What follows belongs to an exercise in optimizing a design on an open flow for small area, a short achievable clock period and few clock cycles; a production flow would make more cautious choices.
The RTL was checked by simulation tests, not by an equivalence proof against the original design.

==> 04-24: inputs <==
==> flow/design.v (excerpt) <==
module xq_pathvel (
    input  wire        clk,
    input  wire        rst,
    input  wire        in_valid,
    output wire        in_ready,
    input  wire [31:0] in_tau_up,
    input  wire [31:0] in_tau_down,
    input  wire [31:0] in_zero_off,
    input  wire [31:0] in_k,
    input  wire [31:0] in_len,
    output reg         out_valid,
    output reg         out_ok,
    output reg  [31:0] out_vel,
    output reg  [31:0] out_sos
);
export LEC_CHECK = 0
export CAP_MARGIN = 20
export CORE_MARGIN = 2
export CORE_UTILIZATION = 55
export CTS_CLUSTER_DIAMETER = 60
export CTS_CLUSTER_SIZE = 50
export PLACE_DENSITY = 0.65
export SLEW_MARGIN = 20
create_clock -name core_clock -period 20.0 [get_ports {clk}]
standard.sh (not shown) runs the stock make flow with config.mk's settings and CLKGATE_MAP_FILE= SYNTH_SCRIPT=/design/flow/synth_recipe.tcl, a recipe that flattens the netlist after the stock synthesis.
==> flow/flow/run.sh <==
#!/bin/bash
# The standard layout (the standard.sh: ORFS on the design's clock period and
# constraints), with the timing repair asked to leave more setup slack than the default, so
# that the resizer also works on paths well inside the 20 ns period.
set -euo pipefail
bash standard.sh SETUP_SLACK_MARGIN=14.4 finish > flow_make.log 2>&1
==> 11-16 (differences from 04-24) <==
--- a/flow/flow/run.sh
+++ b/flow/flow/run.sh
@@ -4,3 +4,3 @@
 # that the resizer also works on paths well inside the 20 ns period.
 set -euo pipefail
-bash standard.sh SETUP_SLACK_MARGIN=14.4 finish > flow_make.log 2>&1
+bash standard.sh SETUP_SLACK_MARGIN=14.5 finish > flow_make.log 2>&1
Settings changed: CTS_CLUSTER_DIAMETER 60 to default, CTS_CLUSTER_SIZE 50 to 30.
==> comparison table <==
Status: 04-24 timing/DRC/antenna clean; 11-16 timing/DRC/antenna clean
CP Launch Point: 04-24 c13_rs[56]$_DFF_P_; 11-16 out_sos[23]$_SDFF_PP1_
Clock-pin slew on the worst setup and hold paths: 04-24 0.12 ns; 11-16 0.07 ns
Final GP Congestion: 04-24 0.9761; 11-16 0.9936
Met2 usage: 04-24 57.79%; 11-16 58.02%
Placed Area: 04-24 0.3842 mm^2; 11-16 0.3843 mm^2
Setup slack after placement: 04-24 12.80 ns; 11-16 12.76 ns
Met3 demand-to-capacity share in global routing: 04-24 6.609%; 11-16 7.022%
Met2 wire len: 04-24 589200 um; 11-16 593900 um
Met1 layer usage reported by global route: 04-24 43.17%; 11-16 42.53%
Antenna fix cells: 04-24 47; 11-16 59
Post-route insts no fill: 04-24 46990; 11-16 47390
Minimum hold slack: 04-24 0.2539 ns; 11-16 0.2746 ns
Vias per cell: 04-24 5.795; 11-16 5.814
Worst clock skew: 04-24 0.1201 ns; 11-16 0.1058 ns
Data arrival at the endpoint of the critical path: 04-24 6.77 ns; 11-16 1.67 ns
Testbench counts of 04-24, summed over its fixed seeds: cycles 1,736.
Testbench counts of 11-16, summed over its fixed seeds: cycles 1,736.

---

==> job 7927 <==
xq_pathvel, a different RTL version from the one above (not shown whole).
Settings: LEC_CHECK=0, CAP_MARGIN=20, CORE_MARGIN=2, CORE_UTILIZATION=55, CTS_CLUSTER_SIZE=30, PLACE_DENSITY=0.65, SLEW_MARGIN=20; clock period 20.0 ns.
==> flow/flow/run.sh <==
#!/bin/bash
# The standard layout (the standard.sh: ORFS on the design's clock period and
# constraints), with the timing repair asked to leave more setup slack than the default, so
# that the resizer also works on paths well inside the 20 ns period.
set -euo pipefail
bash standard.sh SETUP_SLACK_MARGIN=14.5 finish > flow_make.log 2>&1
==> job 1814: changes against job 7927 <==
Settings changed: CORE_UTILIZATION 55 to 65, PLACE_DENSITY 0.65 to 0.72.
==> comparison <==
Against job 1814, the design area of job 7927 is larger by 0.79%. Between job 7927 and job 1814, the lower global-route usage is in job 7927 (gap 6.3 points). In synthesized cell count, job 7927 and job 1814 do not differ. Of job 7927 and job 1814, job 7927 has the higher count of clock-buffer cells in the layout (gap 47).
Testbench counts of job 7927, summed over its fixed seeds: cycles 1,736.
Testbench counts of job 1814, summed over its fixed seeds: cycles 1,736.

---

==> job 6489: inputs <==
Another version of the RTL of xq_pathvel (not shown whole).
// xq_pathvel
module xq_pathvel (
    input  wire        clk,
    input  wire        rst,
    input  wire        in_valid,
    output wire        in_ready,
    input  wire [31:0] in_tau_up,
    input  wire [31:0] in_tau_down,
    input  wire [31:0] in_zero_off,
    input  wire [31:0] in_k,
    input  wire [31:0] in_len,
    output reg         out_valid,
    output reg         out_ok,
    output reg  [31:0] out_vel,
    output reg  [31:0] out_sos
);
==> flow/config.mk <==
export PLATFORM = sky130hd
export DESIGN_NAME = xq_pathvel
export DESIGN_NICKNAME = xq_pathvel
export VERILOG_FILES = /design/flow/design.v
export SDC_FILE = /design/flow/constraint.sdc
export NUM_CORES = 4
export LEC_CHECK = 0
export CAP_MARGIN = 20
export CORE_MARGIN = 2
export CORE_UTILIZATION = 55
export CTS_CLUSTER_SIZE = 30
export PLACE_DENSITY = 0.65
export SLEW_MARGIN = 20
==> flow/constraint.sdc <==
create_clock -name core_clock -period 20.0 [get_ports {clk}]
set_input_delay 4.0000 -clock core_clock [delete_from_list [all_inputs] [get_ports {clk}]]
set_output_delay 4.0000 -clock core_clock [all_outputs]
set_load 0.01 [all_outputs]
Scripts as last shown in full above: flow/flow/run.sh
==> inputs of job 7256, as changes to job 6489 <==
--- a/flow/design.v
+++ b/flow/design.v
@@ -5680,57 +5680,48 @@
     wire [64:0] f_t1s = s15_vrs ^ s15_vrc ^ s15_vdd;
     wire [64:0] f_t1c = {((s15_vrs[63:0] & s15_vrc[63:0]) | (s15_vdd[63:0] & (s15_vrs[63:0] ^ s15_vrc[63:0]))), 1'b0};
     wire        f_vz1 = (f_t1s ^ f_t1c) == {f_t1s[63:0] | f_t1c[63:0], 1'b0};
     wire [35:0] f_vqp = {s15_vqd[52] & ~s15_vqd[53], s15_vqd[51] & ~s15_vqd[53], s15_vqd[49] & ~s15_vqd[50], s15_vqd[48] & ~s15_vqd[50], s15_vqd[46] & ~s15_vqd[47], s15_vqd[45] & ~s15_vqd[47], s15_vqd[43] & ~s15_vqd[44], s15_vqd[42] & ~s15_vqd[44], s15_vqd[40] & ~s15_vqd[41], s15_vqd[39] & ~s15_vqd[41], s15_vqd[37] & ~s15_vqd[38], s15_vqd[36] & ~s15_vqd[38], s15_vqd[34] & ~s15_vqd[35], s15_vqd[33] & ~s15_vqd[35], s15_vqd[31] & ~s15_vqd[32], s15_vqd[30] & ~s15_vqd[32], s15_vqd[28] & ~s15_vqd[29], s15_vqd[27] & ~s15_vqd[29], s15_vqd[25] & ~s15_vqd[26], s15_vqd[24] & ~s15_vqd[26], s15_vqd[22] & ~s15_vqd[23], s15_vqd[21] & ~s15_vqd[23], s15_vqd[19] & ~s15_vqd[20], s15_vqd[18] & ~s15_vqd[20], s15_vqd[16] & ~s15_vqd[17], s15_vqd[15] & ~s15_vqd[17], s15_vqd[13] & ~s15_vqd[14], s15_vqd[12] & ~s15_vqd[14], s15_vqd[10] & ~s15_vqd[11], s15_vqd[9] & ~s15_vqd[11], s15_vqd[7] & ~s15_vqd[8], s15_vqd[6] & ~s15_vqd[8], s15_vqd[4] & ~s15_vqd[5], s15_vqd[3] & ~s15_vqd[5], s15_vqd[1] & ~s15_vqd[2], s15_vqd[0] & ~s15_vqd[2]};
     wire [35:0] f_vqn = {s15_vqd[52] & s15_vqd[53], s15_vqd[51] & s15_vqd[53], s15_vqd[49] & s15_vqd[50], s15_vqd[48] & s15_vqd[50], s15_vqd[46] & s15_vqd[47], s15_vqd[45] & s15_vqd[47], s15_vqd[43] & s15_vqd[44], s15_vqd[42] & s15_vqd[44], s15_vqd[40] & s15_vqd[41], s15_vqd[39] & s15_vqd[41], s15_vqd[37] & s15_vqd[38], s15_vqd[36] & s15_vqd[38], s15_vqd[34] & s15_vqd[35], s15_vqd[33] & s15_vqd[35], s15_vqd[31] & s15_vqd[32], s15_vqd[30] & s15_vqd[32], s15_vqd[28] & s15_vqd[29], s15_vqd[27] & s15_vqd[29], s15_vqd[25] & s15_vqd[26], s15_vqd[24] & s15_vqd[26], s15_vqd[22] & s15_vqd[23], s15_vqd[21] & s15_vqd[23], s15_vqd[19] & s15_vqd[20], s15_vqd[18] & s15_vqd[20], s15_vqd[16] & s15_vqd[17], s15_vqd[15] & s15_vqd[17], s15_vqd[13] & s15_vqd[14], s15_vqd[12] & s15_vqd[14], s15_vqd[10] & s15_vqd[11], s15_vqd[9] & s15_vqd[11], s15_vqd[7] & s15_vqd[8], s15_vqd[6] & s15_vqd[8], s15_vqd[4] & s15_vqd[5], s15_vqd[3] & s15_vqd[5], s15_vqd[1] & s15_vqd[2], s15_vqd[0] & s15_vqd[2]};
     wire [35:0] f_cqp = {s15_cqd[52] & ~s15_cqd[53], s15_cqd[51] & ~s15_cqd[53], s15_cqd[49] & ~s15_cqd[50], s15_cqd[48] & ~s15_cqd[50], s15_cqd[46] & ~s15_cqd[47], s15_cqd[45] & ~s15_cqd[47], s15_cqd[43] & ~s15_cqd[44], s15_cqd[42] & ~s15_cqd[44], s15_cqd[40] & ~s15_cqd[41], s15_cqd[39] & ~s15_cqd[41], s15_cqd[37] & ~s15_cqd[38], s15_cqd[36] & ~s15_cqd[38], s15_cqd[34] & ~s15_cqd[35], s15_cqd[33] & ~s15_cqd[35], s15_cqd[31] & ~s15_cqd[32], s15_cqd[30] & ~s15_cqd[32], s15_cqd[28] & ~s15_cqd[29], s15_cqd[27] & ~s15_cqd[29], s15_cqd[25] & ~s15_cqd[26], s15_cqd[24] & ~s15_cqd[26], s15_cqd[22] & ~s15_cqd[23], s15_cqd[21] & ~s15_cqd[23], s15_cqd[19] & ~s15_cqd[20], s15_cqd[18] & ~s15_cqd[20], s15_cqd[16] & ~s15_cqd[17], s15_cqd[15] & ~s15_cqd[17], s15_cqd[13] & ~s15_cqd[14], s15_cqd[12] & ~s15_cqd[14], s15_cqd[10] & ~s15_cqd[11], s15_cqd[9] & ~s15_cqd[11], s15_cqd[7] & ~s15_cqd[8], s15_cqd[6] & ~s15_cqd[8], s15_cqd[4] & ~s15_cqd[5], s15_cqd[3] & ~s15_cqd[5], s15_cqd[1] & ~s15_cqd[2], s15_cqd[0] & ~s15_cqd[2]};
     wire [35:0] f_cqn = {s15_cqd[52] & s15_cqd[53], s15_cqd[51] & s15_cqd[53], s15_cqd[49] & s15_cqd[50], s15_cqd[48] & s15_cqd[50], s15_cqd[46] & s15_cqd[47], s15_cqd[45] & s15_cqd[47], s15_cqd[43] & s15_cqd[44], s15_cqd[42] & s15_cqd[44], s15_cqd[40] & s15_cqd[41], s15_cqd[39] & s15_cqd[41], s15_cqd[37] & s15_cqd[38], s15_cqd[36] & s15_cqd[38], s15_cqd[34] & s15_cqd[35], s15_cqd[33] & s15_cqd[35], s15_cqd[31] & s15_cqd[32], s15_cqd[30] & s15_cqd[32], s15_cqd[28] & s15_cqd[29], s15_cqd[27] & s15_cqd[29], s15_cqd[25] & s15_cqd[26], s15_cqd[24] & s15_cqd[26], s15_cqd[22] & s15_cqd[23], s15_cqd[21] & s15_cqd[23], s15_cqd[19] & s15_cqd[20], s15_cqd[18] & s15_cqd[20], s15_cqd[16] & s15_cqd[17], s15_cqd[15] & s15_cqd[17], s15_cqd[13] & s15_cqd[14], s15_cqd[12] & s15_cqd[14], s15_cqd[10] & s15_cqd[11], s15_cqd[9] & s15_cqd[11], s15_cqd[7] & s15_cqd[8], s15_cqd[6] & s15_cqd[8], s15_cqd[4] & s15_cqd[5], s15_cqd[3] & s15_cqd[5], s15_cqd[1] & s15_cqd[2], s15_cqd[0] & s15_cqd[2]};
-    wire [35:0] f_vq = f_vqp - f_vqn;
-    wire [35:0] f_cq = f_cqp - f_cqn;
+    wire [37:0] f_vb = {2'b00, f_vqp} - {2'b00, f_vqn} - {36'd0, s15_neg, 1'b0};
+    wire [36:0] f_cb = {1'b0, f_cqp} - {1'b0, f_cqn} + 37'd1;
     reg        s16_ok, s16_neg, s16_spv, s16_spc, s16_vn, s16_cn, s16_vz;
-    reg [35:0] s16_vq, s16_cq;
+    reg [37:0] s16_vb;
+    reg [36:0] s16_cb;
     always @(posedge clk) begin
         s16_ok  <= s15_ok;
         s16_neg <= s15_neg;
         s16_spv <= s15_spv;
         s16_spc <= s15_spc;
         s16_vn  <= f_vr[64];
         s16_cn  <= f_cr[64];
         s16_vz  <= f_vz0 | f_vz1;
-        s16_vq  <= f_vq;
-        s16_cq  <= f_cq;
+        s16_vb  <= f_vb;
+        s16_cb  <= f_cb;
     end
-    wire [1:0]  g_inc = s16_neg ? {1'b0, ~s16_vz} : 2'd1;
-    wire signed [37:0] g_adj = $signed({36'd0, g_inc}) - $signed({37'd0, s16_vn}) - $signed({35'd0, s16_neg, 1'b0});
-    wire signed [37:0] g_t = $signed({2'b00, s16_vq}) + g_adj;
+    wire        g_inc = s16_neg ? ~s16_vz : 1'b1;
+    wire [1:0]  g_d = {~g_inc & s16_vn, g_inc ^ s16_vn};    
+    wire [37:0] g_t = s16_vb + {{36{g_d[1]}}, g_d};
     wire [36:0] g_u = g_t[37:1];
-    wire [36:0] g_ct = {1'b0, s16_cq} + 37'd1 - {36'd0, s16_cn};
-    reg        s17_ok, s17_neg, s17_spv, s17_spc;
-    reg [36:0] s17_u, s17_ct;
+    wire [36:0] g_ct = s16_cb - {36'd0, s16_cn};
+    wire        h_big = ~g_u[36] & (|g_u[35:31]);
+    wire [31:0] h_vel = s16_neg ? ((s16_spv | h_big) ? 32'h80000000 : ~g_u[31:0])
+                                : ((s16_spv | h_big) ? 32'h7FFFFFFF : g_u[31:0]);
+    wire [31:0] h_sos = (s16_spc | (|g_ct[36:33])) ? 32'hFFFFFFFF : g_ct[32:1];
     always @(posedge clk) begin
-        s17_ok  <= s16_ok;
-        s17_neg <= s16_neg;
-        s17_spv <= s16_spv;
-        s17_spc <= s16_spc;
-        s17_u   <= g_u;
-        s17_ct  <= g_ct;
-    end
-    wire        h_big = ~s17_u[36] & (|s17_u[35:31]);
-    wire [31:0] h_vel = s17_neg ? ((s17_spv | h_big) ? 32'h80000000 : ~s17_u[31:0])
-                                : ((s17_spv | h_big) ? 32'h7FFFFFFF : s17_u[31:0]);
-    wire [31:0] h_sos = (s17_spc | (|s17_ct[36:33])) ? 32'hFFFFFFFF : s17_ct[32:1];
-    always @(posedge clk) begin
-        out_ok  <= s17_ok;
+        out_ok  <= s16_ok;
         out_vel <= h_vel;
         out_sos <= h_sos;
     end
-    reg [17:0] vld;
+    reg [16:0] vld;
     always @(posedge clk) begin
         if (rst) begin
-            vld       <= 18'd0;
+            vld       <= 17'd0;
             out_valid <= 1'b0;
         end else begin
-            vld       <= {vld[16:0], in_valid & rdy_r};
-            out_valid <= vld[17];
+            vld       <= {vld[15:0], in_valid & rdy_r};
+            out_valid <= vld[16];
         end
     end
 endmodule
==> flow/flow/run.sh (replaced) <==
#!/bin/bash
# The standard layout (the standard.sh: ORFS on the design's clock period and
# constraints), with the timing repair asked to leave more setup slack than the default, so
# that the resizer also works on paths well inside the 20 ns period.
set -euo pipefail
bash standard.sh SETUP_SLACK_MARGIN=14.4 finish > flow_make.log 2>&1
==> flow/config.mk (replaced) <==
export PLATFORM = sky130hd
export DESIGN_NAME = xq_pathvel
export DESIGN_NICKNAME = xq_pathvel
export VERILOG_FILES = /design/flow/design.v
export SDC_FILE = /design/flow/constraint.sdc
export NUM_CORES = 4
export LEC_CHECK = 0
export CAP_MARGIN = 20
export CORE_MARGIN = 2
export CORE_UTILIZATION = 55
export CTS_CLUSTER_DIAMETER = 60
export CTS_CLUSTER_SIZE = 50
export PLACE_DENSITY = 0.65
export SLEW_MARGIN = 20
==> qor summary <==
quantity	job 6489	job 7256
Gate count of the mapped netlist	41.7k	42.1k
Post-Synth Simple-Gate Area	7.66%	8.12%
Arithmetic-cell share of the synthesized area counting full adders, half adders and majority gates	26.8%	26.7%
Outcome	finished clean	finished clean
Pre-Repair DR Iteration Count	10	12
Clock skew after layout	0.0844 ns	0.0801 ns
Crit path launch	out_vel[3]$_DFF_P_	out_sos[29]$_SDFF_PP1_
Antenna diode count	62	92
Endpoint of the worst-slack reg-to-reg timing path	s12_cq[1]$_DFF_P_	s3_x[63]$_DFF_P_
Area of the placeable core	700000 sq um	703000 sq um
Gp weighted congestion	0.970	0.964
Layout area overhead	10.2%	8.74%
Via count of the first global-routing pass	298k	298k
Worst Setup Slack, final	14.40 ns	14.40 ns
Hold Path Sink	s9_cqd[10]$_DFF_P_	s6_spc$_DFF_P_
Testbench counts of job 6489, summed over its fixed seeds: cycles 1,744.
Testbench counts of job 7256, summed over its fixed seeds: cycles 1,736.

afterwards: timing with drivers on the ports:
The results above use ideal ports. As a check the final layouts listed here were re-extracted and re-timed, cells and wires unchanged. Step 1 (the two cells are an assumption about what drives the block):
set clk [get_ports {clk}]
set_driving_cell -lib_cell sky130_fd_sc_hd__clkbuf_16 $clk
set_driving_cell -lib_cell sky130_fd_sc_hd__buf_2 [delete_from_list [all_inputs] $clk]
Step 2 times the ports against the registers' clock, not the clock port: input delays grow and output delays shrink by t, the midpoint of the rising clock arrivals with the driver on. a / b / c = no drivers / after step 1 / after step 2; a / b = the first two.
| run | shift t [ns] | setup slack, ns | worst setup path at the end |
|---|---|---|---|
| 04-24 | 1.256 | 14.330 / 14.244 / 14.330 | register to register |
| 11-16 | 1.256 | 14.330 / 14.192 / 14.429 | register to register |
| job 7927 | 1.278 | 14.384 / 14.235 / 14.549 | register to register |
| job 1814 | 1.268 | 14.296 / 14.248 / 14.296 | register to register |
| job 6489 | 1.282 | 14.404 / 14.255 / 14.461 | register to register |
| job 7256 | 1.280 | 14.399 / 14.245 / 14.462 | register to register |
After both steps every run listed still meets setup and hold.
